What follows belongs to an exercise in optimizing a design on an open flow for small area and few clock cycles per item; a production flow would make more cautious choices. Function was checked by simulation only, so behaviour that the tests miss may differ from the original.

==> config.mk <==
export PLATFORM = sky130hd
export DESIGN_NAME = aes128_core
export DESIGN_NICKNAME = aes128_core
export VERILOG_FILES = /design/flow/design.v
export SDC_FILE = /design/flow/constraint.sdc
export NUM_CORES = 8
export LEC_CHECK = 0
export CAP_MARGIN = 20
export CORE_MARGIN = 2
export CORE_UTILIZATION = 30
export PLACE_DENSITY = 0.35
export SLEW_MARGIN = 20
==> constraint.sdc <==
create_clock -name core_clock -period 8.0 [get_ports {clk}]
set_input_delay 1.6000 -clock core_clock [delete_from_list [all_inputs] [get_ports {clk}]]
set_output_delay 1.6000 -clock core_clock [all_outputs]
set_load 0.01 [all_outputs]
==> design.v <==
module aes_sbox (
  input  wire [7:0] in,
  output reg  [7:0] out
);
  always @* begin
    case (in)
      8'h00: out = 8'h63;  8'h01: out = 8'h7c;  8'h02: out = 8'h77;  8'h03: out = 8'h7b;
      8'h04: out = 8'hf2;  8'h05: out = 8'h6b;  8'h06: out = 8'h6f;  8'h07: out = 8'hc5;
      8'h08: out = 8'h30;  8'h09: out = 8'h01;  8'h0a: out = 8'h67;  8'h0b: out = 8'h2b;
      8'h0c: out = 8'hfe;  8'h0d: out = 8'hd7;  8'h0e: out = 8'hab;  8'h0f: out = 8'h76;
      8'h10: out = 8'hca;  8'h11: out = 8'h82;  8'h12: out = 8'hc9;  8'h13: out = 8'h7d;
      8'h14: out = 8'hfa;  8'h15: out = 8'h59;  8'h16: out = 8'h47;  8'h17: out = 8'hf0;
      8'h18: out = 8'had;  8'h19: out = 8'hd4;  8'h1a: out = 8'ha2;  8'h1b: out = 8'haf;
      8'h1c: out = 8'h9c;  8'h1d: out = 8'ha4;  8'h1e: out = 8'h72;  8'h1f: out = 8'hc0;
      8'h20: out = 8'hb7;  8'h21: out = 8'hfd;  8'h22: out = 8'h93;  8'h23: out = 8'h26;
      8'h24: out = 8'h36;  8'h25: out = 8'h3f;  8'h26: out = 8'hf7;  8'h27: out = 8'hcc;
      8'h28: out = 8'h34;  8'h29: out = 8'ha5;  8'h2a: out = 8'he5;  8'h2b: out = 8'hf1;
      8'h2c: out = 8'h71;  8'h2d: out = 8'hd8;  8'h2e: out = 8'h31;  8'h2f: out = 8'h15;
      8'h30: out = 8'h04;  8'h31: out = 8'hc7;  8'h32: out = 8'h23;  8'h33: out = 8'hc3;
      8'h34: out = 8'h18;  8'h35: out = 8'h96;  8'h36: out = 8'h05;  8'h37: out = 8'h9a;
      8'h38: out = 8'h07;  8'h39: out = 8'h12;  8'h3a: out = 8'h80;  8'h3b: out = 8'he2;
      8'h3c: out = 8'heb;  8'h3d: out = 8'h27;  8'h3e: out = 8'hb2;  8'h3f: out = 8'h75;
      8'h40: out = 8'h09;  8'h41: out = 8'h83;  8'h42: out = 8'h2c;  8'h43: out = 8'h1a;
      8'h44: out = 8'h1b;  8'h45: out = 8'h6e;  8'h46: out = 8'h5a;  8'h47: out = 8'ha0;
      8'h48: out = 8'h52;  8'h49: out = 8'h3b;  8'h4a: out = 8'hd6;  8'h4b: out = 8'hb3;
      8'h4c: out = 8'h29;  8'h4d: out = 8'he3;  8'h4e: out = 8'h2f;  8'h4f: out = 8'h84;
      8'h50: out = 8'h53;  8'h51: out = 8'hd1;  8'h52: out = 8'h00;  8'h53: out = 8'hed;
      8'h54: out = 8'h20;  8'h55: out = 8'hfc;  8'h56: out = 8'hb1;  8'h57: out = 8'h5b;
      8'h58: out = 8'h6a;  8'h59: out = 8'hcb;  8'h5a: out = 8'hbe;  8'h5b: out = 8'h39;
      8'h5c: out = 8'h4a;  8'h5d: out = 8'h4c;  8'h5e: out = 8'h58;  8'h5f: out = 8'hcf;
      8'h60: out = 8'hd0;  8'h61: out = 8'hef;  8'h62: out = 8'haa;  8'h63: out = 8'hfb;
      8'h64: out = 8'h43;  8'h65: out = 8'h4d;  8'h66: out = 8'h33;  8'h67: out = 8'h85;
      8'h68: out = 8'h45;  8'h69: out = 8'hf9;  8'h6a: out = 8'h02;  8'h6b: out = 8'h7f;
      8'h6c: out = 8'h50;  8'h6d: out = 8'h3c;  8'h6e: out = 8'h9f;  8'h6f: out = 8'ha8;
      8'h70: out = 8'h51;  8'h71: out = 8'ha3;  8'h72: out = 8'h40;  8'h73: out = 8'h8f;
      8'h74: out = 8'h92;  8'h75: out = 8'h9d;  8'h76: out = 8'h38;  8'h77: out = 8'hf5;
      8'h78: out = 8'hbc;  8'h79: out = 8'hb6;  8'h7a: out = 8'hda;  8'h7b: out = 8'h21;
      8'h7c: out = 8'h10;  8'h7d: out = 8'hff;  8'h7e: out = 8'hf3;  8'h7f: out = 8'hd2;
      8'h80: out = 8'hcd;  8'h81: out = 8'h0c;  8'h82: out = 8'h13;  8'h83: out = 8'hec;
      8'h84: out = 8'h5f;  8'h85: out = 8'h97;  8'h86: out = 8'h44;  8'h87: out = 8'h17;
      8'h88: out = 8'hc4;  8'h89: out = 8'ha7;  8'h8a: out = 8'h7e;  8'h8b: out = 8'h3d;
      8'h8c: out = 8'h64;  8'h8d: out = 8'h5d;  8'h8e: out = 8'h19;  8'h8f: out = 8'h73;
      8'h90: out = 8'h60;  8'h91: out = 8'h81;  8'h92: out = 8'h4f;  8'h93: out = 8'hdc;
      8'h94: out = 8'h22;  8'h95: out = 8'h2a;  8'h96: out = 8'h90;  8'h97: out = 8'h88;
      8'h98: out = 8'h46;  8'h99: out = 8'hee;  8'h9a: out = 8'hb8;  8'h9b: out = 8'h14;
      8'h9c: out = 8'hde;  8'h9d: out = 8'h5e;  8'h9e: out = 8'h0b;  8'h9f: out = 8'hdb;
      8'ha0: out = 8'he0;  8'ha1: out = 8'h32;  8'ha2: out = 8'h3a;  8'ha3: out = 8'h0a;
      8'ha4: out = 8'h49;  8'ha5: out = 8'h06;  8'ha6: out = 8'h24;  8'ha7: out = 8'h5c;
      8'ha8: out = 8'hc2;  8'ha9: out = 8'hd3;  8'haa: out = 8'hac;  8'hab: out = 8'h62;
      8'hac: out = 8'h91;  8'had: out = 8'h95;  8'hae: out = 8'he4;  8'haf: out = 8'h79;
      8'hb0: out = 8'he7;  8'hb1: out = 8'hc8;  8'hb2: out = 8'h37;  8'hb3: out = 8'h6d;
      8'hb4: out = 8'h8d;  8'hb5: out = 8'hd5;  8'hb6: out = 8'h4e;  8'hb7: out = 8'ha9;
      8'hb8: out = 8'h6c;  8'hb9: out = 8'h56;  8'hba: out = 8'hf4;  8'hbb: out = 8'hea;
      8'hbc: out = 8'h65;  8'hbd: out = 8'h7a;  8'hbe: out = 8'hae;  8'hbf: out = 8'h08;
      8'hc0: out = 8'hba;  8'hc1: out = 8'h78;  8'hc2: out = 8'h25;  8'hc3: out = 8'h2e;
      8'hc4: out = 8'h1c;  8'hc5: out = 8'ha6;  8'hc6: out = 8'hb4;  8'hc7: out = 8'hc6;
      8'hc8: out = 8'he8;  8'hc9: out = 8'hdd;  8'hca: out = 8'h74;  8'hcb: out = 8'h1f;
      8'hcc: out = 8'h4b;  8'hcd: out = 8'hbd;  8'hce: out = 8'h8b;  8'hcf: out = 8'h8a;
      8'hd0: out = 8'h70;  8'hd1: out = 8'h3e;  8'hd2: out = 8'hb5;  8'hd3: out = 8'h66;
      8'hd4: out = 8'h48;  8'hd5: out = 8'h03;  8'hd6: out = 8'hf6;  8'hd7: out = 8'h0e;
      8'hd8: out = 8'h61;  8'hd9: out = 8'h35;  8'hda: out = 8'h57;  8'hdb: out = 8'hb9;
      8'hdc: out = 8'h86;  8'hdd: out = 8'hc1;  8'hde: out = 8'h1d;  8'hdf: out = 8'h9e;
      8'he0: out = 8'he1;  8'he1: out = 8'hf8;  8'he2: out = 8'h98;  8'he3: out = 8'h11;
      8'he4: out = 8'h69;  8'he5: out = 8'hd9;  8'he6: out = 8'h8e;  8'he7: out = 8'h94;
      8'he8: out = 8'h9b;  8'he9: out = 8'h1e;  8'hea: out = 8'h87;  8'heb: out = 8'he9;
      8'hec: out = 8'hce;  8'hed: out = 8'h55;  8'hee: out = 8'h28;  8'hef: out = 8'hdf;
      8'hf0: out = 8'h8c;  8'hf1: out = 8'ha1;  8'hf2: out = 8'h89;  8'hf3: out = 8'h0d;
      8'hf4: out = 8'hbf;  8'hf5: out = 8'he6;  8'hf6: out = 8'h42;  8'hf7: out = 8'h68;
      8'hf8: out = 8'h41;  8'hf9: out = 8'h99;  8'hfa: out = 8'h2d;  8'hfb: out = 8'h0f;
      8'hfc: out = 8'hb0;  8'hfd: out = 8'h54;  8'hfe: out = 8'hbb;  8'hff: out = 8'h16;
      default: out = 8'h00;
    endcase
  end
endmodule
module aes128_core (
  input  wire         clk,
  input  wire         rst,         
  input  wire         in_valid,
  output wire         in_ready,
  input  wire [127:0] in_key,
  input  wire [127:0] in_block,
  output reg          out_valid,
  input  wire         out_ready,
  output wire [127:0] out_block
);
  reg         busy;
  reg  [3:0]  round;       
  reg [127:0] state;
  reg [127:0] rkey;        
  assign in_ready  = !busy && (!out_valid || out_ready);
  assign out_block = state;
  reg [7:0] rcon;
  always @* begin
    case (round)
      4'd1:    rcon = 8'h01;
      4'd2:    rcon = 8'h02;
      4'd3:    rcon = 8'h04;
      4'd4:    rcon = 8'h08;
      4'd5:    rcon = 8'h10;
      4'd6:    rcon = 8'h20;
      4'd7:    rcon = 8'h40;
      4'd8:    rcon = 8'h80;
      4'd9:    rcon = 8'h1b;
      4'd10:   rcon = 8'h36;
      default: rcon = 8'h00;
    endcase
  end
  wire [31:0] kw0 = rkey[127:96];
  wire [31:0] kw1 = rkey[95:64];
  wire [31:0] kw2 = rkey[63:32];
  wire [31:0] kw3 = rkey[31:0];
  wire [31:0] sub_rot;     
  aes_sbox ks0 (.in(kw3[23:16]), .out(sub_rot[31:24]));
  aes_sbox ks1 (.in(kw3[15:8]),  .out(sub_rot[23:16]));
  aes_sbox ks2 (.in(kw3[7:0]),   .out(sub_rot[15:8]));
  aes_sbox ks3 (.in(kw3[31:24]), .out(sub_rot[7:0]));
  wire [31:0] nw0 = kw0 ^ sub_rot ^ {rcon, 24'h0};
  wire [31:0] nw1 = kw1 ^ nw0;
  wire [31:0] nw2 = kw2 ^ nw1;
  wire [31:0] nw3 = kw3 ^ nw2;
  wire [127:0] next_rkey = {nw0, nw1, nw2, nw3};
  wire [127:0] sb;
  genvar i;
  generate
    for (i = 0; i < 16; i = i + 1) begin : g_sub
      aes_sbox sbox (.in(state[127-8*i -: 8]), .out(sb[127-8*i -: 8]));
    end
  endgenerate
  wire [127:0] sr;
  generate
    for (i = 0; i < 16; i = i + 1) begin : g_shift
      localparam integer R = i % 4;
      localparam integer C = i / 4;
      localparam integer SRC = 4 * ((C + R) % 4) + R;
      assign sr[127-8*i -: 8] = sb[127-8*SRC -: 8];
    end
  endgenerate
  function [7:0] xtime;
    input [7:0] b;
    begin
      xtime = {b[6:0], 1'b0} ^ (b[7] ? 8'h1b : 8'h00);
    end
  endfunction
  wire [127:0] mc;
  generate
    for (i = 0; i < 4; i = i + 1) begin : g_mix
      wire [7:0] a0 = sr[127-32*i -: 8];
      wire [7:0] a1 = sr[119-32*i -: 8];
      wire [7:0] a2 = sr[111-32*i -: 8];
      wire [7:0] a3 = sr[103-32*i -: 8];
      assign mc[127-32*i -: 8] = xtime(a0) ^ xtime(a1) ^ a1 ^ a2 ^ a3;
      assign mc[119-32*i -: 8] = a0 ^ xtime(a1) ^ xtime(a2) ^ a2 ^ a3;
      assign mc[111-32*i -: 8] = a0 ^ a1 ^ xtime(a2) ^ xtime(a3) ^ a3;
      assign mc[103-32*i -: 8] = xtime(a0) ^ a0 ^ a1 ^ a2 ^ xtime(a3);
    end
  endgenerate
  wire [127:0] round_out = ((round == 4'd10) ? sr : mc) ^ next_rkey;
  always @(posedge clk) begin
    if (rst) begin
      busy      <= 1'b0;
      round     <= 4'd0;
      out_valid <= 1'b0;
    end else begin
      if (out_valid && out_ready)
        out_valid <= 1'b0;
      if (in_valid && in_ready) begin
        busy  <= 1'b1;
        round <= 4'd1;
      end else if (busy) begin
        round <= round + 4'd1;
        if (round == 4'd10) begin
          busy      <= 1'b0;
          out_valid <= 1'b1;
        end
      end
    end
  end
  always @(posedge clk) begin
    if (!rst && in_valid && in_ready) begin
      state <= in_block ^ in_key;
      rkey  <= in_key;
    end else if (busy) begin
      state <= round_out;
      rkey  <= next_rkey;
    end
  end
endmodule
==> run.sh <==
#!/bin/bash
# synth_recipe.tcl (not shown) runs the flow's synth.tcl, then flattens the netlist and writes it again
# the make line also repeats each setting of config.mk as NAME=value (left out here)
make -C /OpenROAD-flow-scripts/flow DESIGN_CONFIG=/design/flow/config.mk WORK_HOME=/design/flow/orfs CLKGATE_MAP_FILE= SYNTH_SCRIPT=/design/flow/synth_recipe.tcl finish
==> results.txt <==
[worst paths after layout]
check	from	endpoint	slack, ns	cells past startpoint
max	out_ready	g_mix[1].a0[6]	1.45	15
max reg2reg	round[0]	g_mix[3].a2[2]	1.58	17
min reg2reg	round[1]	round[1]	0.61	2
min	round[1]	round[1]	0.61	2
[worst max-delay path, stage by stage]
cell             delay (ns)
clkdlybuf4s50_1        0.56
nor2b_4                0.39
buf_4                  0.58
nor2_1                 0.09
buf_4                  0.20
a311oi_1               0.84
a21o_1                 0.40
inv_2                  0.30
ha_1                   0.52
nor2_1                 0.43
nor2_1                 0.07
o311ai_0               0.52
o2111ai_1              0.26
o21ai_0                0.22
o22ai_1                0.18
[through the flow]
step | hold WS (ns) | cells | area [µm²] | worst slack, ns
floorplan | 0.540 | 13700 | 91900 | 0.624
global placement | 0.566 | 17400 | 101000 | 0.509
detailed placement | 0.582 | 17400 | 101000 | 0.640
CTS | 0.593 | 17600 | 103000 | 1.50
global route | 0.650 | 17600 | 103000 | 1.41
finish | 0.609 | 17600 | 103000 | 1.45
[metal layers]
| layer | up-vias | global-route usage [%] |
|---|---|---|
| met2 | 11100 | 60.5 |
| li1 | 51800 | - |
| met4 | 16 | 22.6 |
| met5 | - | 0 |
| met1 | 60800 | 52.1 |
| met3 | 2299 | 11.9 |
[cell type report]
| cell class | instances | area (µm²) |
|---|---|---|
| multi-input combinational | 11700 | 74600 |
| inverter | 101 | 402 |
| clock inverter | 38 | 319 |
| timing repair buffer | 1097 | 9560 |
| clock buffer | 99 | 2080 |
| tap | 4100 | 5130 |
| sequential | 422 | 11000 |
| fill | 33500 | 202000 |
| antenna | 15 | 37.5 |
[registers in the layout, indices dropped and copies added (netlist names)]
register   count
rkey         128
state        128
g_mix.a0      32
g_mix.a1      32
g_mix.a2      32
g_mix.a3      32
ks0.out        8
ks1.out        8
ks2.out        8
ks3.out        8
round          4
busy           1
out_valid      1
[kinds of logic (layout without fill, tap and decap cells)]
logic type                 count (synthesis)  count (layout)
muxes                                    182             182
and+or+nand+nor                         4828            4828
other                                      0              15
xor gates and xnor gates                 787             787
DFF                                      422             422
buffers and inverters                   1604            1335
AOI/OAI and AO/OA                       5659            5659
adders and majority gates                252             252
[placed cells by master, fill, tap and decap left out, types with 76 or more instances in the layout]
cell,count
a2111oi_0,83
a211oi_1,322
a21oi_1,1336
a221oi_1,182
a311oi_1,188
a31oi_1,355
and2_1,77
and3_1,76
buf_4,679
clkbuf_16,79
clkdlybuf4s50_1,387
dfxtp_1,165
edfxtp_1,256
ha_1,252
mux2i_1,100
nand2_1,1687
nand2b_1,80
nand3_1,454
nand4_1,100
nor2_1,1459
nor3_1,473
nor4_1,104
o2111ai_1,115
o211ai_1,354
o21ai_0,1229
o21ai_1,78
o221ai_1,140
o22ai_1,161
o311ai_0,167
o31ai_1,103
or3_1,81
xnor2_1,387
xnor3_1,150
xor2_1,184
==> results.yml <==
critical_path:
  critical_path_required_ns: 8.64
  startpoint_type: "input pin"
  crit_type: "in2reg"
  crit_fanout: 27
  end_kind: "flip-flop"
  worstPathArrival_ns: 7.19
placement:
  io_buffers: 389
  post-dp-hpwl_um: 490000
  gp_congestion: 1.08
timing:
  tns_ns: 0
  min_period_over_period_pct: 81.9
  hold_viol: 0
  fin_crit_ns: 6.55
  rsz0062_at_grt: "false"
  max_freq_mhz: 153
  slew_viol_final: 0
  setup_violations: 0
  worstMarginPinSlew_ns: 1.24
  slew_headroom_pct: 16.6
  finClkSkew_ns: 0.0414
cts:
  path_clk_slew_ns: 0.05
  cts_tree: "done"
  htreeDepth: 3
  cts_root_buffer: "clkbuf_16"
  cts_buffers: 78
  clock_latency_ns: 0.83
  cts.sinks: 422
  cts_resized: 0
  clk_path_buf_depth: 4
  cts_setup_buffers: 0
  cts_hold_buf: 0
finish:
  fin_util_pct: 33.8
  finalNetCount: 13900
  drive_gt1_share_pct: 8.88
  syn_to_final_growth_pct: 12.2
floorplanning:
  die_w_um: 558
  pin_count: 390
  start_util_pct: 30.1
  rows: 203
  dieArea_um2: 311000
  core_um2: 305000
  die_h_um: 558
routing:
  drt-wirelength-per-cell_um: 37.9
  drc: 0
  met1_length_um: 255000
  drt_iter0_drc: 24600
  viasPerCell: 7.17
  wl_met3_um: 85700
  ant_nets: 0
  first_pass_iters: 12
  routed_wl_um: 667000
  route.met2.wl_um: 278000
  highest-signal-layer: "met5"
  vias: 126000
logic_synthesis:
  synth-xor-area-share_pct: 10.5
  ys_seq_area_share_pct: 12.0
  synth_compound_area_share_pct: 40.8
  yosys.area_share.simple_pct: 23.4
  synth.avg_cell_area_um2: 6.69
  synth_fa_ha_area_share_pct: 3.43
  synth_seq_cells: 422
  ys_types: 141
  synth.area.top_cells: "edfxtp_1 (8.4%), a21oi_1 (7.3%), nand2_1 (6.9%)"
  yosys_warnings: 2
  synth_top_area_share_pct: 8.36
  synth_commonest_cells: "nand2_1 (1691), nor2_1 (1462), a21oi_1 (1350)"
  synth_edf_count: 256
  synthMuxAreaShare_pct: 2.11
  synth_top_family_by_area: "compound AO/OA/AOI/OAI gates"
  yosysTopAreaCell: "edfxtp_1"
  async_flop_share_pct: 0
  ys_dominant_reg_cell: "edfxtp_1"
  yosysMostFrequentCell: "nand2_1"
  syn-instance-count: 13700
  syn-cell-area_um2: 91900
  synth_nets: 14200
grt:
  antenna_found_initial: 27
  grt_pass1_wl_um: 927000
  overflow: 0
  grt_max_degree: 116
  grt_pass1_vias: 116000
  grtUsageTotal_pct: 40.6
flow_run:
  cap_violations: 0
status:
  outcome: "timing/DRC/antenna clean"
hold_path:
  hp-class: "reg2reg"
Testbench counts, summed over its fixed seeds: cycles 21,128, items 1,920.

re-timing with driven ports:
How much do the figures lean on ideal ports? The routed layout below was timed once more, with nothing changed but the port constraints. Step 1 (the two cells are an assumption about what drives the block):
set clk [get_ports {clk}]
set_driving_cell -lib_cell sky130_fd_sc_hd__clkbuf_16 $clk
set_driving_cell -lib_cell sky130_fd_sc_hd__buf_2 [delete_from_list [all_inputs] $clk]
Step 2, shift: input delay + t, output delay - t, t = (earliest + latest rising clock arrival at the registers) / 2. This alone moves slack from input paths to output paths. Slacks: no drivers / after step 1 / after step 2; pairs: no drivers / after step 1.
t, ns: 0.917
slack for setup (ns): 1.450 / 1.528 / 0.611
cell pins on the clock port's net: 1
After both steps this run still meets setup and hold. The setup slack of this run moves by +0.078 ns with the drivers and by -0.839 ns with both steps.
